This design comes from an exercise in tuning for small area, a short achievable clock period and few clock cycles per item on the open sky130 flow, not from production work.
Function was checked by simulation only, so behaviour that the tests miss may differ from the original.

**flow/flow/pushinv.py**
```python
#!/usr/bin/env python3
"""Remove inverters around full adders in a flat Yosys netlist.

A full adder is self-dual: fa(~a, ~b, ~c) = (~cout, ~sum). Each fa cell may
therefore be "flipped": fed the complements of its inputs, it gives the
complements of its outputs. This script picks a flip for every fa cell that
lowers the number of inverters the netlist needs, then rewires it: every
inverter is taken out, and one inverter is put back for each net whose
complement some pin still needs. A half adder may be flipped too: it then
becomes xnor2 + or2, which give ~(a ^ b) and ~(a & b) from ~a and ~b. The
logic function and every register are unchanged.

usage: pushinv.py in.v out.v
"""
import re
import sys
from collections import defaultdict

INV_RE = re.compile(r"^sky130_fd_sc_hd__(inv|clkinv)_\d+$")
FA_RE = re.compile(r"^sky130_fd_sc_hd__fa_\d+$")
HA_RE = re.compile(r"^sky130_fd_sc_hd__ha_1$")
OUT_PINS = {"X", "Y", "Q", "Q_N", "SUM", "COUT", "HI", "LO", "GCLK"}

src = open(sys.argv[1]).read()
start = src.index(");", src.index("module ")) + 2
end = src.rindex("endmodule")
head, body, tail = src[:start], src[start:end], src[end:]

stmts = body.split(";")
cell_re = re.compile(r"^\s*(\S+)\s+(\S+)\s*\((.*)\)\s*$", re.S)
pin_re = re.compile(r"\.(\w+)\s*\(\s*(.*?)\s*\)\s*(?:,|$)", re.S)

decls = []   # non-cell statements, kept as they are
cells = []   # [type, name, [(pin, net)]]
for s in stmts:
    t = s.strip()
    if not t:
        continue
    if t.startswith(("wire", "input", "output", "inout", "reg")) or t.startswith("assign"):
        if t.startswith("assign"):
            raise SystemExit("assign statements are not handled")
        decls.append(t)
        continue
    m = cell_re.match(t)
    if not m:
        raise SystemExit("cannot parse: " + t[:200])
    pins = [(p, n.strip()) for p, n in pin_re.findall(m.group(3))]
    cells.append([m.group(1), m.group(2), pins])

# drivers
driver = {}
for i, (ty, nm, pins) in enumerate(cells):
    for p, n in pins:
        if p in OUT_PINS:
            driver[n] = (i, p)

def is_inv(i):
    return INV_RE.match(cells[i][0]) is not None

def is_fa(i):
    """a cell that may be flipped: a full adder, or a half adder (which then
    becomes xnor2 + or2: ~(a ^ b) and ~(~a & ~b) of the complemented inputs)"""
    return FA_RE.match(cells[i][0]) is not None or HA_RE.match(cells[i][0]) is not None

def is_ha(i):
    return HA_RE.match(cells[i][0]) is not None

def root(n):
    """(root net, parity): n = root ^ parity, following inverters back."""
    par = 0
    seen = 0
    while n in driver and is_inv(driver[n][0]) and seen < 100:
        i = driver[n][0]
        n = dict(cells[i][2])["A"]
        par ^= 1
        seen += 1
    return n, par

# consumers: (cell index, pin index, root, parity wanted of the original value)
cons = []
for i, (ty, nm, pins) in enumerate(cells):
    if is_inv(i):
        continue
    for k, (p, n) in enumerate(pins):
        if p in OUT_PINS or n.startswith(("1'", "0'")) or "'" in n:
            continue
        r, par = root(n)
        cons.append((i, k, r, par))

# nets read by the outside world (ports): an output port driven through an
# inverter needs that parity
port_outs = []
for d in decls:
    m = re.match(r"output\s+(\[(\d+):(\d+)\]\s+)?(\S+)", d)
    if m:
        nm = m.group(4)
        if m.group(1):
            hi, lo = int(m.group(2)), int(m.group(3))
            for b in range(min(hi, lo), max(hi, lo) + 1):
                port_outs.append(f"{nm}[{b}]")
        else:
            port_outs.append(nm)
fixed_port_need = {}
for n in port_outs:
    if n in driver and is_inv(driver[n][0]):
        raise SystemExit("output port driven by an inverter: " + n)

fa_idx = [i for i in range(len(cells)) if is_fa(i)]
flip = defaultdict(int)

def q_of(r):
    """flip of the driver of root net r (0 unless an fa drives it)."""
    if r in driver and is_fa(driver[r][0]):
        return flip[driver[r][0]]
    return 0

by_root = defaultdict(list)
fa_in_roots = defaultdict(set)
for c in cons:
    by_root[c[2]].append(c)
    if is_fa(c[0]):
        fa_in_roots[c[0]].add(c[2])

def need_inv(c):
    i, k, r, par = c
    want = par ^ (flip[i] if is_fa(i) else 0)
    return want ^ q_of(r)

def root_cost(r):
    return 3.75 if any(need_inv(c) for c in by_root[r]) else 0

def own_cost(i):
    return 2.51 if (flip[i] and is_ha(i)) else 0

def fa_roots(i):
    rs = set(fa_in_roots[i])
    for p, n in cells[i][2]:
        if p in ("SUM", "COUT"):
            rs.add(n)
    return rs

before = sum(root_cost(r) for r in by_root)
import random
rng = random.Random(1)
roots_of = {i: fa_roots(i) for i in fa_idx}
cur = before
best = cur
best_flip = dict(flip)
for rnd in range(60):
    order = fa_idx[:]
    rng.shuffle(order)
    for i in order:
        rs = roots_of[i]
        old = sum(root_cost(r) for r in rs) + own_cost(i)
        flip[i] ^= 1
        new = sum(root_cost(r) for r in rs) + own_cost(i)
        if new < old or (new == old and rng.random() < 0.5):
            cur += new - old
        else:
            flip[i] ^= 1
    if cur < best:
        best = cur
        best_flip = dict(flip)
flip.clear()
flip.update(best_flip)
after = sum(root_cost(r) for r in by_root) + sum(own_cost(i) for i in fa_idx)

# rebuild
inv_net = {}
new_cells = []
new_wires = []
for r in by_root:
    if root_cost(r):
        base = re.sub(r"[^A-Za-z0-9_]", "_", r.lstrip("\\"))
        nn = f"_pinv_{len(inv_net)}_"
        inv_net[r] = nn
        new_wires.append(nn)
        new_cells.append(["sky130_fd_sc_hd__inv_1", f"_pinv_cell_{len(inv_net)}_", [("A", r), ("Y", nn)]])
for c in cons:
    i, k, r, par = c
    p, _ = cells[i][2][k]
    cells[i][2][k] = (p, inv_net[r] if need_inv(c) else r)

nha = 0
deleted = set()
ninv = sum(1 for i in range(len(cells)) if is_inv(i))
for i in fa_idx:
    if is_ha(i) and flip[i]:
        pins = dict(cells[i][2])
        nm = cells[i][1]
        new_cells.append(["sky130_fd_sc_hd__xnor2_1", nm + "_x", [("A", pins["A"]), ("B", pins["B"]), ("Y", pins["SUM"])]])
        new_cells.append(["sky130_fd_sc_hd__or2_1", nm + "_o", [("A", pins["A"]), ("B", pins["B"]), ("X", pins["COUT"])]])
        deleted.add(i)
        nha += 1
out = [head]
for d in decls:
    out.append("  " + d + " ;\n")
for w in new_wires:
    out.append(f"  wire {w};\n")
for i, (ty, nm, pins) in enumerate(cells + new_cells):
    if i < len(cells) and (i in deleted or is_inv(i)):
        continue
    out.append(f"  {ty} {nm} (\n")
    out.append(",\n".join(f"    .{p}({n} )" if n.startswith("\\") else f"    .{p}({n})" for p, n in pins))
    out.append("\n  );\n")
out.append(tail)
open(sys.argv[2], "w").write("".join(out))
nflip = sum(flip[i] for i in fa_idx)
print(f"pushinv: {ninv} inverters before, {len(inv_net)} after; "
      f"cost {before:.0f} -> {after:.0f} um2; {nflip} of {len(fa_idx)} adder cells flipped, {nha} of them half adders")
```
**flow/design.v**
```verilog
module zw96_blend (
    input  wire           clk,
    input  wire           rst,
    input  wire           in_valid,
    output wire           in_ready,
    input  wire [13:0]    bg_r,
    input  wire [13:0]    bg_g,
    input  wire [13:0]    bg_b,
    input  wire [7:0]     layer_en,      
    input  wire [8*14-1:0] a_pix,        
    input  wire [8*14-1:0] a_glob,       
    input  wire [8*14-1:0] c_r,
    input  wire [8*14-1:0] c_g,
    input  wire [8*14-1:0] c_b,
    output reg            out_valid,
    output wire [13:0]    out_r,
    output wire [13:0]    out_g,
    output wire [13:0]    out_b,
    output wire [8*14-1:0] out_w,        
    output wire [7:0]     out_contrib    
);
    localparam [13:0] FULL = 14'd16383;
    function [7:0] lowest;
        input [7:0] v;
        begin
            lowest = v & (~v + 8'd1);
        end
    endfunction
    function [7:0] highest;
        input [7:0] v;
        integer i;
        reg seen;
        begin
            seen = 1'b0;
            for (i = 7; i >= 0; i = i - 1) begin
                highest[i] = v[i] & ~seen;
                seen = seen | v[i];
            end
        end
    endfunction
    function atmost1;
        input [7:0] v;
        begin
            atmost1 = (v & (v - 8'd1)) == 8'd0;
        end
    endfunction
    reg  [7:0] i_agf, i_full, i_gen, i_prod, i_top, i_above;
    reg        seen;
    integer    k;
    always @* begin
        for (k = 0; k < 8; k = k + 1) begin
            i_agf[k]  = &a_glob[14*k +: 14];
            i_full[k] = layer_en[k] & (&a_pix[14*k +: 14]) & i_agf[k];
            i_gen[k]  = layer_en[k] & (|a_pix[14*k +: 14]) & (|a_glob[14*k +: 14]) & ~i_full[k];
            i_prod[k] = ~(&a_pix[14*k +: 14]) & ~i_agf[k];
        end
        seen = 1'b0;
        for (k = 7; k >= 0; k = k - 1) begin
            i_top[k]   = i_full[k] & ~seen;
            seen       = seen | i_full[k];
            i_above[k] = ~seen;
        end
    end
    wire [7:0] i_G   = i_gen & i_above;                  
    wire [7:0] i_P   = i_G & i_prod;                     
    wire       i_one = (i_P == 8'd0) && atmost1(i_G);    
    wire [7:0] i_cs  = lowest(i_G);
    wire [7:0] i_ws  = highest(i_G);
    wire [7:0] i_pf  = lowest(i_P);
    reg  [13:0]     bgr_q, bgg_q, bgb_q;
    reg  [8*14-1:0] ap_q, ag_q, cr_q, cg_q, cb_q;
    reg  [7:0]      sel_q;       
    reg  [7:0]      top_q;       
    reg             nof_q;       
    reg             busy, first, rdy_q, fix_q;
    reg  [7:0]      cs_q, ws_q, pf_q, rc_q, rw_q, p_q;
    reg  [13:0]     acc_r, acc_g, acc_b, tr;
    reg  [8*14-1:0] w_q;
    reg  [7:0]      ct_q;
    assign in_ready    = rdy_q;
    assign out_r       = acc_r;
    assign out_g       = acc_g;
    assign out_b       = acc_b;
    assign out_w       = w_q;
    assign out_contrib = ct_q;
    wire accept = in_valid & rdy_q;
    wire [7:0] rc1 = rc_q & ~cs_q;
    wire [7:0] rw1 = rw_q & ~ws_q;
    wire [7:0] p1  = p_q & ~pf_q;
    wire last   = rc1 == 8'd0;
    wire fin    = busy & ~fix_q & last;
    reg  [13:0] ac, cc_r, cc_g, cc_b, ir, ig, ib, m1, m2;
    always @* begin
        ac = 14'd0; cc_r = 14'd0; cc_g = 14'd0; cc_b = 14'd0;
        ir = 14'd0; ig = 14'd0; ib = 14'd0;
        m1 = 14'd0; m2 = fix_q ? 14'd0 : tr;
        for (k = 0; k < 8; k = k + 1) begin
            if (cs_q[k]) begin
                ac   = ac   | (sel_q[k] ? ap_q[14*k +: 14] : ag_q[14*k +: 14]);
                cc_r = cc_r | cr_q[14*k +: 14];
                cc_g = cc_g | cg_q[14*k +: 14];
                cc_b = cc_b | cb_q[14*k +: 14];
            end
            if (ws_q[k])
                m1 = m1 | (sel_q[k] ? ap_q[14*k +: 14] : ag_q[14*k +: 14]);
            if (pf_q[k]) begin
                m1 = m1 | ap_q[14*k +: 14];
                m2 = m2 | ag_q[14*k +: 14];
            end
            if (first & top_q[k]) begin
                ir = ir | cr_q[14*k +: 14];
                ig = ig | cg_q[14*k +: 14];
                ib = ib | cb_q[14*k +: 14];
            end
        end
        if (first & nof_q) begin
            ir = ir | bgr_q; ig = ig | bgg_q; ib = ib | bgb_q;
        end
        if (!first) begin
            ir = ir | acc_r; ig = ig | acc_g; ib = ib | acc_b;
        end
    end
    wire [13:0] r1a, r1b, r2a, r2b, g1a, g1b, g2a, g2b, b1a, b1b, b2a, b2b, wa, wb;
    wire        r1c, r2c, g1c, g2c, b1c, b2c, wc;
    zw_mulr u_r1 (.x(cc_r), .y(ac), .h1(r1a), .h2(r1b), .c(r1c));
    zw_mulr u_r2 (.x(ir),   .y(ac), .h1(r2a), .h2(r2b), .c(r2c));
    zw_mulr u_g1 (.x(cc_g), .y(ac), .h1(g1a), .h2(g1b), .c(g1c));
    zw_mulr u_g2 (.x(ig),   .y(ac), .h1(g2a), .h2(g2b), .c(g2c));
    zw_mulr u_b1 (.x(cc_b), .y(ac), .h1(b1a), .h2(b1b), .c(b1c));
    zw_mulr u_b2 (.x(ib),   .y(ac), .h1(b2a), .h2(b2b), .c(b2c));
    zw_mulr u_w  (.x(m1),   .y(m2), .h1(wa),  .h2(wb),  .c(wc));
    wire [13:0] nr = ir + r1a + r1b + {13'd0, r1c} + ~r2a + ~r2b + {13'd0, ~r2c} + 14'd1;
    wire [13:0] ng = ig + g1a + g1b + {13'd0, g1c} + ~g2a + ~g2b + {13'd0, ~g2c} + 14'd1;
    wire [13:0] nb = ib + b1a + b1b + {13'd0, b1c} + ~b2a + ~b2b + {13'd0, ~b2c} + 14'd1;
    wire [13:0] wn0 = wa + wb;
    wire [13:0] wn1 = wa + wb + 14'd1;
    wire [13:0] tn0 = tr + ~wa + ~wb + 14'd2;
    wire [13:0] tn1 = tr + ~wa + ~wb + 14'd1;
    wire [13:0] wn  = wc ? wn1 : wn0;
    wire [13:0] tn  = wc ? tn1 : tn0;
    wire        wge = wc ? |wn1[13:8] : |wn0[13:8];
    wire        tge = wc ? |tn1[13:8] : |tn0[13:8];
    always @(posedge clk) begin
        acc_r <= nr;
        acc_g <= ng;
        acc_b <= nb;
        tr    <= (rdy_q | fix_q) ? FULL : tn;
    end
    always @(posedge clk) begin
        if (rst) begin
            busy      <= 1'b0;
            rdy_q     <= 1'b1;
            out_valid <= 1'b0;
        end else begin
            out_valid <= fin;
            if (busy) begin
                if (fix_q) begin
                    pf_q  <= lowest(p1);
                    p_q   <= p1;
                    fix_q <= p1 != 8'd0;
                    if (p1 == 8'd0)
                        ws_q <= highest(rw_q);   
                    for (k = 0; k < 8; k = k + 1)
                        if (pf_q[k]) begin
                            ap_q[14*k +: 14] <= wn;
                            sel_q[k]         <= 1'b1;
                        end
                end else begin
                    first <= 1'b0;
                    cs_q  <= lowest(rc1);
                    rc_q  <= rc1;
                    ws_q  <= highest(rw1);
                    rw_q  <= rw1;
                    for (k = 0; k < 8; k = k + 1)
                        if (ws_q[k]) begin
                            w_q[14*k +: 14] <= wn;
                            ct_q[k]         <= wge;
                        end else if (last && top_q[k]) begin
                            w_q[14*k +: 14] <= tn;
                            ct_q[k]         <= tge;
                        end else if (first) begin
                            w_q[14*k +: 14] <= 14'd0;
                            ct_q[k]         <= 1'b0;
                        end
                    if (last)
                        busy <= 1'b0;
                end
            end
            if (rdy_q) begin
                bgr_q <= bg_r;
                bgg_q <= bg_g;
                bgb_q <= bg_b;
                ap_q  <= a_pix;
                ag_q  <= a_glob;
                cr_q  <= c_r;
                cg_q  <= c_g;
                cb_q  <= c_b;
                sel_q <= i_agf;
                top_q <= i_top;
                nof_q <= i_above[0];
                cs_q  <= i_cs;
                rc_q  <= i_G;
                ws_q  <= (i_P == 8'd0) ? i_ws : 8'd0;
                rw_q  <= i_G;
                pf_q  <= i_pf;
                p_q   <= i_P;
                fix_q <= i_P != 8'd0;
                first <= 1'b1;
            end
            if (accept)
                busy  <= 1'b1;
            if (accept)
                rdy_q <= i_one;
            else if (!busy || fin)
                rdy_q <= 1'b1;
            else if (fix_q)
                rdy_q <= (p1 == 8'd0) && last;
            else
                rdy_q <= atmost1(rc1);
        end
    end
endmodule
module zw_mulr (
    input  wire [13:0] x,
    input  wire [13:0] y,
    output wire [13:0] h1,
    output wire [13:0] h2,
    output wire        c
);
    wire [13:0] pp [0:13];
    genvar gi;
    generate for (gi = 0; gi < 14; gi = gi + 1) begin : g_pp
        assign pp[gi] = {14{x[gi]}} & y;
    end endgenerate
    wire s1 = pp[0][12] ^ pp[1][11];
    wire c2 = pp[0][12] & pp[1][11];
    wire s3 = pp[0][13] ^ pp[1][12] ^ pp[2][11];
    wire c4 = (pp[0][13] & pp[1][12]) | (pp[2][11] & (pp[0][13] ^ pp[1][12]));
    wire s5 = pp[1][13] ^ pp[2][12];
    wire c6 = pp[1][13] & pp[2][12];
    wire s7 = pp[0][8] ^ pp[1][7];
    wire c8 = pp[0][8] & pp[1][7];
    wire s9 = pp[0][9] ^ pp[1][8] ^ pp[2][7];
    wire c10 = (pp[0][9] & pp[1][8]) | (pp[2][7] & (pp[0][9] ^ pp[1][8]));
    wire s11 = pp[3][6] ^ pp[4][5];
    wire c12 = pp[3][6] & pp[4][5];
    wire s13 = pp[0][10] ^ pp[1][9] ^ pp[2][8];
    wire c14 = (pp[0][10] & pp[1][9]) | (pp[2][8] & (pp[0][10] ^ pp[1][9]));
    wire s15 = pp[3][7] ^ pp[4][6] ^ pp[5][5];
    wire c16 = (pp[3][7] & pp[4][6]) | (pp[5][5] & (pp[3][7] ^ pp[4][6]));
    wire s17 = pp[6][4] ^ pp[7][3];
    wire c18 = pp[6][4] & pp[7][3];
    wire s19 = pp[0][11] ^ pp[1][10] ^ pp[2][9];
    wire c20 = (pp[0][11] & pp[1][10]) | (pp[2][9] & (pp[0][11] ^ pp[1][10]));
    wire s21 = pp[3][8] ^ pp[4][7] ^ pp[5][6];
    wire c22 = (pp[3][8] & pp[4][7]) | (pp[5][6] & (pp[3][8] ^ pp[4][7]));
    wire s23 = pp[6][5] ^ pp[7][4] ^ pp[8][3];
    wire c24 = (pp[6][5] & pp[7][4]) | (pp[8][3] & (pp[6][5] ^ pp[7][4]));
    wire s25 = pp[9][2] ^ pp[10][1];
    wire c26 = pp[9][2] & pp[10][1];
    wire s27 = s1 ^ pp[2][10] ^ pp[3][9];
    wire c28 = (s1 & pp[2][10]) | (pp[3][9] & (s1 ^ pp[2][10]));
    wire s29 = pp[4][8] ^ pp[5][7] ^ pp[6][6];
    wire c30 = (pp[4][8] & pp[5][7]) | (pp[6][6] & (pp[4][8] ^ pp[5][7]));
    wire s31 = pp[7][5] ^ pp[8][4] ^ pp[9][3];
    wire c32 = (pp[7][5] & pp[8][4]) | (pp[9][3] & (pp[7][5] ^ pp[8][4]));
    wire s33 = pp[10][2] ^ pp[11][1] ^ pp[12][0];
    wire c34 = (pp[10][2] & pp[11][1]) | (pp[12][0] & (pp[10][2] ^ pp[11][1]));
    wire s35 = s3 ^ pp[3][10] ^ pp[4][9];
    wire c36 = (s3 & pp[3][10]) | (pp[4][9] & (s3 ^ pp[3][10]));
    wire s37 = pp[5][8] ^ pp[6][7] ^ pp[7][6];
    wire c38 = (pp[5][8] & pp[6][7]) | (pp[7][6] & (pp[5][8] ^ pp[6][7]));
    wire s39 = pp[8][5] ^ pp[9][4] ^ pp[10][3];
    wire c40 = (pp[8][5] & pp[9][4]) | (pp[10][3] & (pp[8][5] ^ pp[9][4]));
    wire s41 = pp[11][2] ^ pp[12][1] ^ pp[13][0];
    wire c42 = (pp[11][2] & pp[12][1]) | (pp[13][0] & (pp[11][2] ^ pp[12][1]));
    wire s43 = s5 ^ pp[3][11] ^ pp[4][10];
    wire c44 = (s5 & pp[3][11]) | (pp[4][10] & (s5 ^ pp[3][11]));
    wire s45 = pp[5][9] ^ pp[6][8] ^ pp[7][7];
    wire c46 = (pp[5][9] & pp[6][8]) | (pp[7][7] & (pp[5][9] ^ pp[6][8]));
    wire s47 = pp[8][6] ^ pp[9][5] ^ pp[10][4];
    wire c48 = (pp[8][6] & pp[9][5]) | (pp[10][4] & (pp[8][6] ^ pp[9][5]));
    wire s49 = pp[11][3] ^ pp[12][2] ^ pp[13][1];
    wire c50 = (pp[11][3] & pp[12][2]) | (pp[13][1] & (pp[11][3] ^ pp[12][2]));
    wire s51 = pp[2][13] ^ pp[3][12] ^ pp[4][11];
    wire c52 = (pp[2][13] & pp[3][12]) | (pp[4][11] & (pp[2][13] ^ pp[3][12]));
    wire s53 = pp[5][10] ^ pp[6][9] ^ pp[7][8];
    wire c54 = (pp[5][10] & pp[6][9]) | (pp[7][8] & (pp[5][10] ^ pp[6][9]));
    wire s55 = pp[8][7] ^ pp[9][6] ^ pp[10][5];
    wire c56 = (pp[8][7] & pp[9][6]) | (pp[10][5] & (pp[8][7] ^ pp[9][6]));
    wire s57 = pp[11][4] ^ pp[12][3] ^ pp[13][2];
    wire c58 = (pp[11][4] & pp[12][3]) | (pp[13][2] & (pp[11][4] ^ pp[12][3]));
    wire s59 = pp[3][13] ^ pp[4][12] ^ pp[5][11];
    wire c60 = (pp[3][13] & pp[4][12]) | (pp[5][11] & (pp[3][13] ^ pp[4][12]));
    wire s61 = pp[6][10] ^ pp[7][9] ^ pp[8][8];
    wire c62 = (pp[6][10] & pp[7][9]) | (pp[8][8] & (pp[6][10] ^ pp[7][9]));
    wire s63 = pp[9][7] ^ pp[10][6] ^ pp[11][5];
    wire c64 = (pp[9][7] & pp[10][6]) | (pp[11][5] & (pp[9][7] ^ pp[10][6]));
    wire s65 = pp[4][13] ^ pp[5][12] ^ pp[6][11];
    wire c66 = (pp[4][13] & pp[5][12]) | (pp[6][11] & (pp[4][13] ^ pp[5][12]));
    wire s67 = pp[7][10] ^ pp[8][9] ^ pp[9][8];
    wire c68 = (pp[7][10] & pp[8][9]) | (pp[9][8] & (pp[7][10] ^ pp[8][9]));
    wire s69 = pp[5][13] ^ pp[6][12] ^ pp[7][11];
    wire c70 = (pp[5][13] & pp[6][12]) | (pp[7][11] & (pp[5][13] ^ pp[6][12]));
    wire s71 = pp[0][5] ^ pp[1][4];
    wire c72 = pp[0][5] & pp[1][4];
    wire s73 = pp[0][6] ^ pp[1][5] ^ pp[2][4];
    wire c74 = (pp[0][6] & pp[1][5]) | (pp[2][4] & (pp[0][6] ^ pp[1][5]));
    wire s75 = pp[3][3] ^ pp[4][2];
    wire c76 = pp[3][3] & pp[4][2];
    wire s77 = pp[0][7] ^ pp[1][6] ^ pp[2][5];
    wire c78 = (pp[0][7] & pp[1][6]) | (pp[2][5] & (pp[0][7] ^ pp[1][6]));
    wire s79 = pp[3][4] ^ pp[4][3] ^ pp[5][2];
    wire c80 = (pp[3][4] & pp[4][3]) | (pp[5][2] & (pp[3][4] ^ pp[4][3]));
    wire s81 = pp[6][1] ^ pp[7][0];
    wire c82 = pp[6][1] & pp[7][0];
    wire s83 = s7 ^ pp[2][6] ^ pp[3][5];
    wire c84 = (s7 & pp[2][6]) | (pp[3][5] & (s7 ^ pp[2][6]));
    wire s85 = pp[4][4] ^ pp[5][3] ^ pp[6][2];
    wire c86 = (pp[4][4] & pp[5][3]) | (pp[6][2] & (pp[4][4] ^ pp[5][3]));
    wire s87 = pp[7][1] ^ pp[8][0] ^ 1'b1;
    wire c88 = (pp[7][1] & pp[8][0]) | (1'b1 & (pp[7][1] ^ pp[8][0]));
    wire s89 = s9 ^ s11 ^ pp[5][4];
    wire c90 = (s9 & s11) | (pp[5][4] & (s9 ^ s11));
    wire s91 = pp[6][3] ^ pp[7][2] ^ pp[8][1];
    wire c92 = (pp[6][3] & pp[7][2]) | (pp[8][1] & (pp[6][3] ^ pp[7][2]));
    wire s93 = pp[9][0] ^ 1'b1 ^ c8;
    wire c94 = (pp[9][0] & 1'b1) | (c8 & (pp[9][0] ^ 1'b1));
    wire s95 = s13 ^ s15 ^ s17;
    wire c96 = (s13 & s15) | (s17 & (s13 ^ s15));
    wire s97 = pp[8][2] ^ pp[9][1] ^ pp[10][0];
    wire c98 = (pp[8][2] & pp[9][1]) | (pp[10][0] & (pp[8][2] ^ pp[9][1]));
    wire s99 = 1'b1 ^ c10 ^ c12;
    wire c100 = (1'b1 & c10) | (c12 & (1'b1 ^ c10));
    wire s101 = s19 ^ s21 ^ s23;
    wire c102 = (s19 & s21) | (s23 & (s19 ^ s21));
    wire s103 = s25 ^ pp[11][0] ^ 1'b1;
    wire c104 = (s25 & pp[11][0]) | (1'b1 & (s25 ^ pp[11][0]));
    wire s105 = c14 ^ c16 ^ c18;
    wire c106 = (c14 & c16) | (c18 & (c14 ^ c16));
    wire s107 = s27 ^ s29 ^ s31;
    wire c108 = (s27 & s29) | (s31 & (s27 ^ s29));
    wire s109 = s33 ^ 1'b1 ^ c20;
    wire c110 = (s33 & 1'b1) | (c20 & (s33 ^ 1'b1));
    wire s111 = c22 ^ c24 ^ c26;
    wire c112 = (c22 & c24) | (c26 & (c22 ^ c24));
    wire s113 = s35 ^ s37 ^ s39;
    wire c114 = (s35 & s37) | (s39 & (s35 ^ s37));
    wire s115 = s41 ^ c2 ^ c28;
    wire c116 = (s41 & c2) | (c28 & (s41 ^ c2));
    wire s117 = c30 ^ c32 ^ c34;
    wire c118 = (c30 & c32) | (c34 & (c30 ^ c32));
    wire s119 = s43 ^ s45 ^ s47;
    wire c120 = (s43 & s45) | (s47 & (s43 ^ s45));
    wire s121 = s49 ^ c4 ^ c36;
    wire c122 = (s49 & c4) | (c36 & (s49 ^ c4));
    wire s123 = c38 ^ c40 ^ c42;
    wire c124 = (c38 & c40) | (c42 & (c38 ^ c40));
    wire s125 = s51 ^ s53 ^ s55;
    wire c126 = (s51 & s53) | (s55 & (s51 ^ s53));
    wire s127 = s57 ^ c6 ^ c44;
    wire c128 = (s57 & c6) | (c44 & (s57 ^ c6));
    wire s129 = c46 ^ c48 ^ c50;
    wire c130 = (c46 & c48) | (c50 & (c46 ^ c48));
    wire s131 = s59 ^ s61 ^ s63;
    wire c132 = (s59 & s61) | (s63 & (s59 ^ s61));
    wire s133 = pp[12][4] ^ pp[13][3] ^ c52;
    wire c134 = (pp[12][4] & pp[13][3]) | (c52 & (pp[12][4] ^ pp[13][3]));
    wire s135 = c54 ^ c56 ^ c58;
    wire c136 = (c54 & c56) | (c58 & (c54 ^ c56));
    wire s137 = s65 ^ s67 ^ pp[10][7];
    wire c138 = (s65 & s67) | (pp[10][7] & (s65 ^ s67));
    wire s139 = pp[11][6] ^ pp[12][5] ^ pp[13][4];
    wire c140 = (pp[11][6] & pp[12][5]) | (pp[13][4] & (pp[11][6] ^ pp[12][5]));
    wire s141 = c60 ^ c62 ^ c64;
    wire c142 = (c60 & c62) | (c64 & (c60 ^ c62));
    wire s143 = s69 ^ pp[8][10] ^ pp[9][9];
    wire c144 = (s69 & pp[8][10]) | (pp[9][9] & (s69 ^ pp[8][10]));
    wire s145 = pp[10][8] ^ pp[11][7] ^ pp[12][6];
    wire c146 = (pp[10][8] & pp[11][7]) | (pp[12][6] & (pp[10][8] ^ pp[11][7]));
    wire s147 = pp[13][5] ^ c66 ^ c68;
    wire c148 = (pp[13][5] & c66) | (c68 & (pp[13][5] ^ c66));
    wire s149 = pp[6][13] ^ pp[7][12] ^ pp[8][11];
    wire c150 = (pp[6][13] & pp[7][12]) | (pp[8][11] & (pp[6][13] ^ pp[7][12]));
    wire s151 = pp[9][10] ^ pp[10][9] ^ pp[11][8];
    wire c152 = (pp[9][10] & pp[10][9]) | (pp[11][8] & (pp[9][10] ^ pp[10][9]));
    wire s153 = pp[12][7] ^ pp[13][6] ^ c70;
    wire c154 = (pp[12][7] & pp[13][6]) | (c70 & (pp[12][7] ^ pp[13][6]));
    wire s155 = pp[7][13] ^ pp[8][12] ^ pp[9][11];
    wire c156 = (pp[7][13] & pp[8][12]) | (pp[9][11] & (pp[7][13] ^ pp[8][12]));
    wire s157 = pp[10][10] ^ pp[11][9] ^ pp[12][8];
    wire c158 = (pp[10][10] & pp[11][9]) | (pp[12][8] & (pp[10][10] ^ pp[11][9]));
    wire s159 = pp[8][13] ^ pp[9][12] ^ pp[10][11];
    wire c160 = (pp[8][13] & pp[9][12]) | (pp[10][11] & (pp[8][13] ^ pp[9][12]));
    wire s161 = pp[0][3] ^ pp[1][2];
    wire c162 = pp[0][3] & pp[1][2];
    wire s163 = pp[0][4] ^ pp[1][3] ^ pp[2][2];
    wire c164 = (pp[0][4] & pp[1][3]) | (pp[2][2] & (pp[0][4] ^ pp[1][3]));
    wire s165 = pp[3][1] ^ pp[4][0];
    wire c166 = pp[3][1] & pp[4][0];
    wire s167 = s71 ^ pp[2][3] ^ pp[3][2];
    wire c168 = (s71 & pp[2][3]) | (pp[3][2] & (s71 ^ pp[2][3]));
    wire s169 = pp[4][1] ^ pp[5][0] ^ 1'b1;
    wire c170 = (pp[4][1] & pp[5][0]) | (1'b1 & (pp[4][1] ^ pp[5][0]));
    wire s171 = s73 ^ s75 ^ pp[5][1];
    wire c172 = (s73 & s75) | (pp[5][1] & (s73 ^ s75));
    wire s173 = pp[6][0] ^ 1'b1 ^ c72;
    wire c174 = (pp[6][0] & 1'b1) | (c72 & (pp[6][0] ^ 1'b1));
    wire s175 = s77 ^ s79 ^ s81;
    wire c176 = (s77 & s79) | (s81 & (s77 ^ s79));
    wire s177 = 1'b1 ^ c74 ^ c76;
    wire c178 = (1'b1 & c74) | (c76 & (1'b1 ^ c74));
    wire s179 = s83 ^ s85 ^ s87;
    wire c180 = (s83 & s85) | (s87 & (s83 ^ s85));
    wire s181 = c78 ^ c80 ^ c82;
    wire c182 = (c78 & c80) | (c82 & (c78 ^ c80));
    wire s183 = s89 ^ s91 ^ s93;
    wire c184 = (s89 & s91) | (s93 & (s89 ^ s91));
    wire s185 = c84 ^ c86 ^ c88;
    wire c186 = (c84 & c86) | (c88 & (c84 ^ c86));
    wire s187 = s95 ^ s97 ^ s99;
    wire c188 = (s95 & s97) | (s99 & (s95 ^ s97));
    wire s189 = c90 ^ c92 ^ c94;
    wire c190 = (c90 & c92) | (c94 & (c90 ^ c92));
    wire s191 = s101 ^ s103 ^ s105;
    wire c192 = (s101 & s103) | (s105 & (s101 ^ s103));
    wire s193 = c96 ^ c98 ^ c100;
    wire c194 = (c96 & c98) | (c100 & (c96 ^ c98));
    wire s195 = s107 ^ s109 ^ s111;
    wire c196 = (s107 & s109) | (s111 & (s107 ^ s109));
    wire s197 = c102 ^ c104 ^ c106;
    wire c198 = (c102 & c104) | (c106 & (c102 ^ c104));
    wire s199 = s113 ^ s115 ^ s117;
    wire c200 = (s113 & s115) | (s117 & (s113 ^ s115));
    wire s201 = c108 ^ c110 ^ c112;
    wire c202 = (c108 & c110) | (c112 & (c108 ^ c110));
    wire s203 = s119 ^ s121 ^ s123;
    wire c204 = (s119 & s121) | (s123 & (s119 ^ s121));
    wire s205 = c114 ^ c116 ^ c118;
    wire c206 = (c114 & c116) | (c118 & (c114 ^ c116));
    wire s207 = s125 ^ s127 ^ s129;
    wire c208 = (s125 & s127) | (s129 & (s125 ^ s127));
    wire s209 = c120 ^ c122 ^ c124;
    wire c210 = (c120 & c122) | (c124 & (c120 ^ c122));
    wire s211 = s131 ^ s133 ^ s135;
    wire c212 = (s131 & s133) | (s135 & (s131 ^ s133));
    wire s213 = c126 ^ c128 ^ c130;
    wire c214 = (c126 & c128) | (c130 & (c126 ^ c128));
    wire s215 = s137 ^ s139 ^ s141;
    wire c216 = (s137 & s139) | (s141 & (s137 ^ s139));
    wire s217 = c132 ^ c134 ^ c136;
    wire c218 = (c132 & c134) | (c136 & (c132 ^ c134));
    wire s219 = s143 ^ s145 ^ s147;
    wire c220 = (s143 & s145) | (s147 & (s143 ^ s145));
    wire s221 = c138 ^ c140 ^ c142;
    wire c222 = (c138 & c140) | (c142 & (c138 ^ c140));
    wire s223 = s149 ^ s151 ^ s153;
    wire c224 = (s149 & s151) | (s153 & (s149 ^ s151));
    wire s225 = c144 ^ c146 ^ c148;
    wire c226 = (c144 & c146) | (c148 & (c144 ^ c146));
    wire s227 = s155 ^ s157 ^ pp[13][7];
    wire c228 = (s155 & s157) | (pp[13][7] & (s155 ^ s157));
    wire s229 = c150 ^ c152 ^ c154;
    wire c230 = (c150 & c152) | (c154 & (c150 ^ c152));
    wire s231 = s159 ^ pp[11][10] ^ pp[12][9];
    wire c232 = (s159 & pp[11][10]) | (pp[12][9] & (s159 ^ pp[11][10]));
    wire s233 = pp[13][8] ^ c156 ^ c158;
    wire c234 = (pp[13][8] & c156) | (c158 & (pp[13][8] ^ c156));
    wire s235 = pp[9][13] ^ pp[10][12] ^ pp[11][11];
    wire c236 = (pp[9][13] & pp[10][12]) | (pp[11][11] & (pp[9][13] ^ pp[10][12]));
    wire s237 = pp[12][10] ^ pp[13][9] ^ c160;
    wire c238 = (pp[12][10] & pp[13][9]) | (c160 & (pp[12][10] ^ pp[13][9]));
    wire s239 = pp[10][13] ^ pp[11][12] ^ pp[12][11];
    wire c240 = (pp[10][13] & pp[11][12]) | (pp[12][11] & (pp[10][13] ^ pp[11][12]));
    wire s241 = pp[0][2] ^ pp[1][1];
    wire c242 = pp[0][2] & pp[1][1];
    wire s243 = s161 ^ pp[2][1] ^ pp[3][0];
    wire c244 = (s161 & pp[2][1]) | (pp[3][0] & (s161 ^ pp[2][1]));
    wire s245 = s163 ^ s165 ^ 1'b1;
    wire c246 = (s163 & s165) | (1'b1 & (s163 ^ s165));
    wire s247 = s167 ^ s169 ^ c164;
    wire c248 = (s167 & s169) | (c164 & (s167 ^ s169));
    wire s249 = s171 ^ s173 ^ c168;
    wire c250 = (s171 & s173) | (c168 & (s171 ^ s173));
    wire s251 = s175 ^ s177 ^ c172;
    wire c252 = (s175 & s177) | (c172 & (s175 ^ s177));
    wire s253 = s179 ^ s181 ^ c176;
    wire c254 = (s179 & s181) | (c176 & (s179 ^ s181));
    wire s255 = s183 ^ s185 ^ c180;
    wire c256 = (s183 & s185) | (c180 & (s183 ^ s185));
    wire s257 = s187 ^ s189 ^ c184;
    wire c258 = (s187 & s189) | (c184 & (s187 ^ s189));
    wire s259 = s191 ^ s193 ^ c188;
    wire c260 = (s191 & s193) | (c188 & (s191 ^ s193));
    wire s261 = s195 ^ s197 ^ c192;
    wire c262 = (s195 & s197) | (c192 & (s195 ^ s197));
    wire s263 = s199 ^ s201 ^ c196;
    wire c264 = (s199 & s201) | (c196 & (s199 ^ s201));
    wire s265 = s203 ^ s205 ^ c200;
    wire c266 = (s203 & s205) | (c200 & (s203 ^ s205));
    wire s267 = s207 ^ s209 ^ c204;
    wire c268 = (s207 & s209) | (c204 & (s207 ^ s209));
    wire s269 = s211 ^ s213 ^ c208;
    wire c270 = (s211 & s213) | (c208 & (s211 ^ s213));
    wire s271 = s215 ^ s217 ^ c212;
    wire c272 = (s215 & s217) | (c212 & (s215 ^ s217));
    wire s273 = s219 ^ s221 ^ c216;
    wire c274 = (s219 & s221) | (c216 & (s219 ^ s221));
    wire s275 = s223 ^ s225 ^ c220;
    wire c276 = (s223 & s225) | (c220 & (s223 ^ s225));
    wire s277 = s227 ^ s229 ^ c224;
    wire c278 = (s227 & s229) | (c224 & (s227 ^ s229));
    wire s279 = s231 ^ s233 ^ c228;
    wire c280 = (s231 & s233) | (c228 & (s231 ^ s233));
    wire s281 = s235 ^ s237 ^ c232;
    wire c282 = (s235 & s237) | (c232 & (s235 ^ s237));
    wire s283 = s239 ^ pp[13][10] ^ c236;
    wire c284 = (s239 & pp[13][10]) | (c236 & (s239 ^ pp[13][10]));
    wire s285 = pp[11][13] ^ pp[12][12] ^ pp[13][11];
    wire c286 = (pp[11][13] & pp[12][12]) | (pp[13][11] & (pp[11][13] ^ pp[12][12]));
    wire s287 = pp[0][1] ^ pp[1][0];
    wire c288 = pp[0][1] & pp[1][0];
    wire s289 = s241 ^ pp[2][0] ^ 1'b1;
    wire c290 = (s241 & pp[2][0]) | (1'b1 & (s241 ^ pp[2][0]));
    wire s291 = s243 ^ 1'b1 ^ c242;
    wire c292 = (s243 & 1'b1) | (c242 & (s243 ^ 1'b1));
    wire s293 = s245 ^ c162 ^ c244;
    wire c294 = (s245 & c162) | (c244 & (s245 ^ c162));
    wire s295 = s247 ^ c166 ^ c246;
    wire c296 = (s247 & c166) | (c246 & (s247 ^ c166));
    wire s297 = s249 ^ c170 ^ c248;
    wire c298 = (s249 & c170) | (c248 & (s249 ^ c170));
    wire s299 = s251 ^ c174 ^ c250;
    wire c300 = (s251 & c174) | (c250 & (s251 ^ c174));
    wire s301 = s253 ^ c178 ^ c252;
    wire c302 = (s253 & c178) | (c252 & (s253 ^ c178));
    wire s303 = s255 ^ c182 ^ c254;
    wire c304 = (s255 & c182) | (c254 & (s255 ^ c182));
    wire s305 = s257 ^ c186 ^ c256;
    wire c306 = (s257 & c186) | (c256 & (s257 ^ c186));
    wire s307 = s259 ^ c190 ^ c258;
    wire c308 = (s259 & c190) | (c258 & (s259 ^ c190));
    wire s309 = s261 ^ c194 ^ c260;
    wire c310 = (s261 & c194) | (c260 & (s261 ^ c194));
    wire s311 = s263 ^ c198 ^ c262;
    wire c312 = (s263 & c198) | (c262 & (s263 ^ c198));
    wire s313 = s265 ^ c202 ^ c264;
    wire c314 = (s265 & c202) | (c264 & (s265 ^ c202));
    wire s315 = s267 ^ c206 ^ c266;
    wire c316 = (s267 & c206) | (c266 & (s267 ^ c206));
    wire s317 = s269 ^ c210 ^ c268;
    wire c318 = (s269 & c210) | (c268 & (s269 ^ c210));
    wire s319 = s271 ^ c214 ^ c270;
    wire c320 = (s271 & c214) | (c270 & (s271 ^ c214));
    wire s321 = s273 ^ c218 ^ c272;
    wire c322 = (s273 & c218) | (c272 & (s273 ^ c218));
    wire s323 = s275 ^ c222 ^ c274;
    wire c324 = (s275 & c222) | (c274 & (s275 ^ c222));
    wire s325 = s277 ^ c226 ^ c276;
    wire c326 = (s277 & c226) | (c276 & (s277 ^ c226));
    wire s327 = s279 ^ c230 ^ c278;
    wire c328 = (s279 & c230) | (c278 & (s279 ^ c230));
    wire s329 = s281 ^ c234 ^ c280;
    wire c330 = (s281 & c234) | (c280 & (s281 ^ c234));
    wire s331 = s283 ^ c238 ^ c282;
    wire c332 = (s283 & c238) | (c282 & (s283 ^ c238));
    wire s333 = s285 ^ c240 ^ c284;
    wire c334 = (s285 & c240) | (c284 & (s285 ^ c240));
    wire s335 = pp[12][13] ^ pp[13][12] ^ c286;
    wire c336 = (pp[12][13] & pp[13][12]) | (c286 & (pp[12][13] ^ pp[13][12]));
    wire s337 = pp[0][0] ^ 1'b1;
    wire c338 = pp[0][0] & 1'b1;
    wire s339 = s287 ^ 1'b1;
    wire c340 = s287 & 1'b1;
    wire s341 = s289 ^ c288;
    wire c342 = s289 & c288;
    wire s343 = s291 ^ c290;
    wire c344 = s291 & c290;
    wire s345 = s293 ^ c292;
    wire c346 = s293 & c292;
    wire s347 = s295 ^ c294;
    wire c348 = s295 & c294;
    wire s349 = s297 ^ c296;
    wire c350 = s297 & c296;
    wire s351 = s299 ^ c298;
    wire c352 = s299 & c298;
    wire s353 = s301 ^ c300;
    wire c354 = s301 & c300;
    wire s355 = s303 ^ c302;
    wire c356 = s303 & c302;
    wire s357 = s305 ^ c304;
    wire c358 = s305 & c304;
    wire s359 = s307 ^ c306;
    wire c360 = s307 & c306;
    wire s361 = s309 ^ c308;
    wire c362 = s309 & c308;
    wire s363 = s337 ^ s313;
    wire c364 = s337 & s313;
    wire s365 = s339 ^ s315 ^ c314;
    wire c366 = (s339 & s315) | (c314 & (s339 ^ s315));
    wire s367 = s341 ^ s317 ^ c316;
    wire c368 = (s341 & s317) | (c316 & (s341 ^ s317));
    wire s369 = s343 ^ s319 ^ c318;
    wire c370 = (s343 & s319) | (c318 & (s343 ^ s319));
    wire s371 = s345 ^ s321 ^ c320;
    wire c372 = (s345 & s321) | (c320 & (s345 ^ s321));
    wire s373 = s347 ^ s323 ^ c322;
    wire c374 = (s347 & s323) | (c322 & (s347 ^ s323));
    wire s375 = s349 ^ s325 ^ c324;
    wire c376 = (s349 & s325) | (c324 & (s349 ^ s325));
    wire s377 = s351 ^ s327 ^ c326;
    wire c378 = (s351 & s327) | (c326 & (s351 ^ s327));
    wire s379 = s353 ^ s329 ^ c328;
    wire c380 = (s353 & s329) | (c328 & (s353 ^ s329));
    wire s381 = s355 ^ s331 ^ c330;
    wire c382 = (s355 & s331) | (c330 & (s355 ^ s331));
    wire s383 = s357 ^ s333 ^ c332;
    wire c384 = (s357 & s333) | (c332 & (s357 ^ s333));
    wire s385 = s359 ^ s335 ^ c334;
    wire c386 = (s359 & s335) | (c334 & (s359 ^ s335));
    wire s387 = s361 ^ pp[13][13] ^ c336;
    wire c388 = (s361 & pp[13][13]) | (c336 & (s361 ^ pp[13][13]));
    wire s389 = s311 ^ c310;
    wire c390 = s311 & c310;
    wire s391 = s363 ^ c312;
    wire c392 = s363 & c312;
    wire s393 = s365 ^ c338 ^ c364;
    wire c394 = (s365 & c338) | (c364 & (s365 ^ c338));
    wire s395 = s367 ^ c340 ^ c366;
    wire c396 = (s367 & c340) | (c366 & (s367 ^ c340));
    wire s397 = s369 ^ c342 ^ c368;
    wire c398 = (s369 & c342) | (c368 & (s369 ^ c342));
    wire s399 = s371 ^ c344 ^ c370;
    wire c400 = (s371 & c344) | (c370 & (s371 ^ c344));
    wire s401 = s373 ^ c346 ^ c372;
    wire c402 = (s373 & c346) | (c372 & (s373 ^ c346));
    wire s403 = s375 ^ c348 ^ c374;
    wire c404 = (s375 & c348) | (c374 & (s375 ^ c348));
    wire s405 = s377 ^ c350 ^ c376;
    wire c406 = (s377 & c350) | (c376 & (s377 ^ c350));
    wire s407 = s379 ^ c352 ^ c378;
    wire c408 = (s379 & c352) | (c378 & (s379 ^ c352));
    wire s409 = s381 ^ c354 ^ c380;
    wire c410 = (s381 & c354) | (c380 & (s381 ^ c354));
    wire s411 = s383 ^ c356 ^ c382;
    wire c412 = (s383 & c356) | (c382 & (s383 ^ c356));
    wire s413 = s385 ^ c358 ^ c384;
    wire c414 = (s385 & c358) | (c384 & (s385 ^ c358));
    wire s415 = s387 ^ c360 ^ c386;
    wire c416 = (s387 & c360) | (c386 & (s387 ^ c360));
    wire s417 = s389 ^ c362 ^ c388;
    wire c418 = (s389 & c362) | (c388 & (s389 ^ c362));
    wire s419 = s313 ^ c312 ^ c390;
    wire c420 = (s313 & c312) | (c390 & (s313 ^ c312));
    wire s421 = s315 ^ c314;
    wire c422 = s315 & c314;
    wire s423 = s317 ^ c316;
    wire c424 = s317 & c316;
    wire s425 = s319 ^ c318;
    wire c426 = s319 & c318;
    wire s427 = s321 ^ c320;
    wire c428 = s321 & c320;
    wire s429 = s323 ^ c322;
    wire c430 = s323 & c322;
    wire s431 = s325 ^ c324;
    wire c432 = s325 & c324;
    wire s433 = s327 ^ c326;
    wire c434 = s327 & c326;
    wire s435 = s329 ^ c328;
    wire c436 = s329 & c328;
    wire s437 = s331 ^ c330;
    wire c438 = s331 & c330;
    wire s439 = s333 ^ c332;
    wire c440 = s333 & c332;
    wire s441 = s335 ^ c334;
    wire c442 = s335 & c334;
    wire s443 = pp[13][13] ^ c336;
    wire c444 = pp[13][13] & c336;
    wire [41:0] r1 = {c444, s443, s441, s439, s437, s435, s433, s431, s429, s427, s425, s423, s421, s419, s417, s415, s413, s411, s409, s407, s405, s403, s401, s399, s397, s395, s393, s391, s311, s309, s307, s305, s303, s301, s299, s297, s295, s293, s291, s289, s287, pp[0][0]};
    wire [41:0] r2 = {1'b0, c442, c440, c438, c436, c434, c432, c430, c428, c426, c424, c422, c420, c418, c416, c414, c412, c410, c408, c406, c404, c402, c400, c398, c396, c394, c392, 1'b1, c310, c308, c306, c304, c302, c300, c298, c296, c294, c292, c290, c288, 1'b1, 1'b1};
    wire [28:0] lo = {1'b0, r1[27:0]} + {1'b0, r2[27:0]};
    assign h1 = r1[41:28];
    assign h2 = r2[41:28];
    assign c  = lo[28];
endmodule
```
**flow/standard.sh**
```bash
#!/bin/bash
# synth_recipe.tcl (not shown) runs the flow's synth.tcl, then flattens the netlist and writes it again
# the make line also repeats each setting of config.mk as NAME=value (left out here)
make -C /OpenROAD-flow-scripts/flow DESIGN_CONFIG=/design/flow/config.mk WORK_HOME=/design/flow/orfs CLKGATE_MAP_FILE= SYNTH_SCRIPT=/design/flow/synth_recipe.tcl "${@:-finish}"
```
**flow/constraint.sdc**
```tcl
create_clock -name core_clock -period 45.0 [get_ports {clk}]
set_input_delay 9.0000 -clock core_clock [delete_from_list [all_inputs] [get_ports {clk}]]
set_output_delay 9.0000 -clock core_clock [all_outputs]
set_load 0.01 [all_outputs]
```
**flow/flow/run.sh**
```bash
#!/bin/bash
# Own layout flow: the standard layout (standard.sh), with two changes.
# 1. Between the standard synthesis and the rest of the flow, flow/pushinv.py
#    takes out inverters around the adder cells of the synthesised netlist
#    (a full adder with complemented inputs gives complemented outputs), with
#    the registers and the logic function unchanged.
# 2. Every timing repair step (floorplan, placement, CTS, global route) is
#    asked to leave SETUP_SLACK_MARGIN ns of setup slack. The clock stays at
#    the design's period and the SDC is the standard flow's; the margin only makes the
#    repair shorten the paths that set the achieved period.
# 3. Port buffers are buf_1 cells (buffer_ports -buffer_cell): every input
#    and output port still gets its own buffer, as in the standard flow.
# Each tool's output goes to a log of its own here (flow_*.log); ORFS keeps
# each step's log under orfs/logs/.
set -euo pipefail
cd "$(dirname "$0")/.."
export SETUP_SLACK_MARGIN=33.7
export BUFFER_PORTS_ARGS="-buffer_cell sky130_fd_sc_hd__buf_1"
R="$PWD/orfs/results/$FLOW_PLATFORM/zw96_blend/base"
bash standard.sh synth > flow_synth.log 2>&1
cp "$R/1_2_yosys.v" "$R/1_2_yosys_standard.v"
python3 flow/pushinv.py "$R/1_2_yosys_standard.v" "$R/1_2_yosys.v" > flow_pushinv.log 2>&1
rm -f "$R/1_synth.odb" "$R/1_synth.sdc"
bash standard.sh > flow_standard.log 2>&1
```
**flow/config.mk**
```make
export PLATFORM = sky130hd
export DESIGN_NAME = zw96_blend
export DESIGN_NICKNAME = zw96_blend
export VERILOG_FILES = /design/flow/design.v
export SDC_FILE = /design/flow/constraint.sdc
export NUM_CORES = 4
export LEC_CHECK = 0
export CAP_MARGIN = 20
export CORE_MARGIN = 2
export CORE_UTILIZATION = 40
export CTS_BUF_LIST = sky130_fd_sc_hd__clkbuf_4 sky130_fd_sc_hd__clkbuf_8
export CTS_CLUSTER_DIAMETER = 100
export CTS_CLUSTER_SIZE = 12
export PLACE_DENSITY = 0.6
export SLEW_MARGIN = 20
```
==> run summary <==
[final timing paths]
check                           startpoint        end  slack, ps  cells past startpoint
worst min register to register     rw_q[0]    rw_q[0]        570                      2
worst min-delay path               rw_q[0]    rw_q[0]        570                      2
worst max-delay path             a_pix[93]    cs_q[7]      33730                     11
worst max register to register    sel_q[0]  acc_g[10]      33860                     41
[layer usage]
| metal | share of wire | up-vias | track usage |
|---|---|---|---|
| met5 | 0.00052 | - | 0 |
| met4 | 0.077 | 38 | 0.2312 |
| met3 | 0.13 | 1141 | 0.1126 |
| met2 | 0.43 | 5168 | 0.5364 |
| met1 | 0.36 | 36610 | 0.4545 |
| li1 | - | 28520 | - |
[per-stage QoR]
stage / cell area, µm² / util
global route: 95270 / 0.4501
detailed placement: 91570 / 0.4326
floorplan: 84930 / -
finish: 95310 / 0.4503
CTS: 94180 / 0.4449
global placement: 91540 / 0.4325
[sequential cells by signal (all words and copies together) (netlist names), 14 cells and up]
register  flops
acc_b        14
acc_g        14
acc_r        14
ag_q        112
ap_q        112
bgb_q        14
bgg_q        14
bgr_q        14
cb_q        112
cg_q        112
cr_q        112
tr           14
w_q         112
[layout make-up]
type	count	area [µm²]	area share
clock inverters	21	207.7	0.002179
diodes	39	97.59	0.001024
flip-flops and latches	846	24820	0.2604
well taps	2821	3530	0.03703
inverters	943	3562	0.03737
repair buffers	1072	5938	0.06230
multi-input cells	5750	55710	0.5846
clock buffers	118	1443	0.01514
[worst max-delay path: stages]
cell	delay (ps)
buf_1	220
nand4_1	150
nor4_2	390
buf_4	290
nand3_1	190
nand4_1	410
nor2_1	230
nor2_1	200
o21ai_0	230
or4_1	570
o31ai_1	100
[timing repair]
| action | CTS | global route |
|---|---|---|
| setup buffers | 46 | 36 |
| endpoints found under the setup margin | 213 | 136 |
| gates resized for setup | 97 | 162 |
| pin swaps | 8 | 26 |
| gates cloned | 4 | 4 |
==> results.cfg <==
[sta]
worst_pin_slew_ps = 1403
rsz0062_at_grt = yes
fin_ws_ps = 33730
period_minus_slack_ps = 11270
max_slew_margin = 0.06256
drv_slew = 0
holdWs_ps = 566.5
finalHoldViolCount = 0
final-setup-viol-count = 0
fin_crit_sh = 0.2504
fmax_mhz = 88.75
finalSetupTns_ps = 0
clock_skew_ps = 115.7

[placement]
dp_hpwl_um = 301900
pre_cts_ws_ps = 31630
dp_cells = 11340
portBuffers = 776
routabilityCongestion = 1.021

[route]
route.vias.total = 71480
drtIter0Drc = 9685
wl_per_cell_um = 34.10
via_per_inst = 6.157
routed_wl_um = 395900
drc_errors = 0
dr.pass1.iters = 9
drtAntennaViolNets = 0

[global_routing]
gr-usage-all-layers = 0.3606
grt_max_degree = 158
grt.overflow.total = 0
grt_pass1_vias = 73700
grt_antenna_before_repair = 75
grt_pass1_wl_um = 548700

[critical_path]
crit_required_ps = 45730
start_kind = primary input
cp-end-kind = flop
critPathMaxFanout = 10
arrival_ps = 12000
crit_type = in -> reg

[clock_tree]
htreeDepth = 3
clk_pin_slew_ps = 90
numClockSinks = 846
ctsHoldBuffers = 0
cts_made_buffers = 87
cts_tree = done
insertion_delay_ps = 1000
clock_path_buffers = 3
clock_tree.root_cell = clkbuf_8

[floorplanning]
io_pins = 777
die_w_um = 464.8
rows = 169
die_h_um = 464.8
dieArea_um2 = 216000
core-area_um2 = 211700
initial_utilization = 0.4012

[layout]
layout_commonest_cell = fa_1
areaGrowthSynthToFinish_pct = 12.23
nFillCells = 19950
final_cell_count_no_fill = 11610
drive_gt1_frac = 0.08640
final_cell_mix = 1,326 x fa_1, 1,230 x nand2_1, 937 x inv_1
layout.nets = 11080

[hold_path]
hp-class = reg -> reg

[synthesis]
syn-instance-count = 7948
yosys_warnings = 2
synth.cell_area_um2 = 84920
syn_nets = 10320
avgSynthCellArea_um2 = 10.68

[job]
timing.max_cap.violations = 0

[outcome]
outcome = timing/DRC/antenna clean
Testbench counts, summed over its fixed seeds: cycles 16,066, items 8,000.

[port drivers added, routing unchanged]
The results above use ideal ports. As a check the final layout listed here was re-extracted and re-timed, cells and wires unchanged.
Step 1 sets driving cells, clkbuf_16 on the clock port and buf_2 on the other inputs (assumed; they add their load-dependent delay and slew).
Step 2 also shifts input and output timing later by t, the mid clock arrival at the registers, as if the neighbouring blocks saw the same clock.
Three values: ideal, step 1, step 2; two values: the first two.
t, ns: 1.036
setup slack, ns: 33.733 / 33.787 / 32.751
worst setup path after step 2: input to register
worst slew at a driven data input, ns: 0.32
After both steps this run still meets setup and hold. For this run, drivers alone change the setup slack by +0.054 ns; drivers and shift together by -0.982 ns.
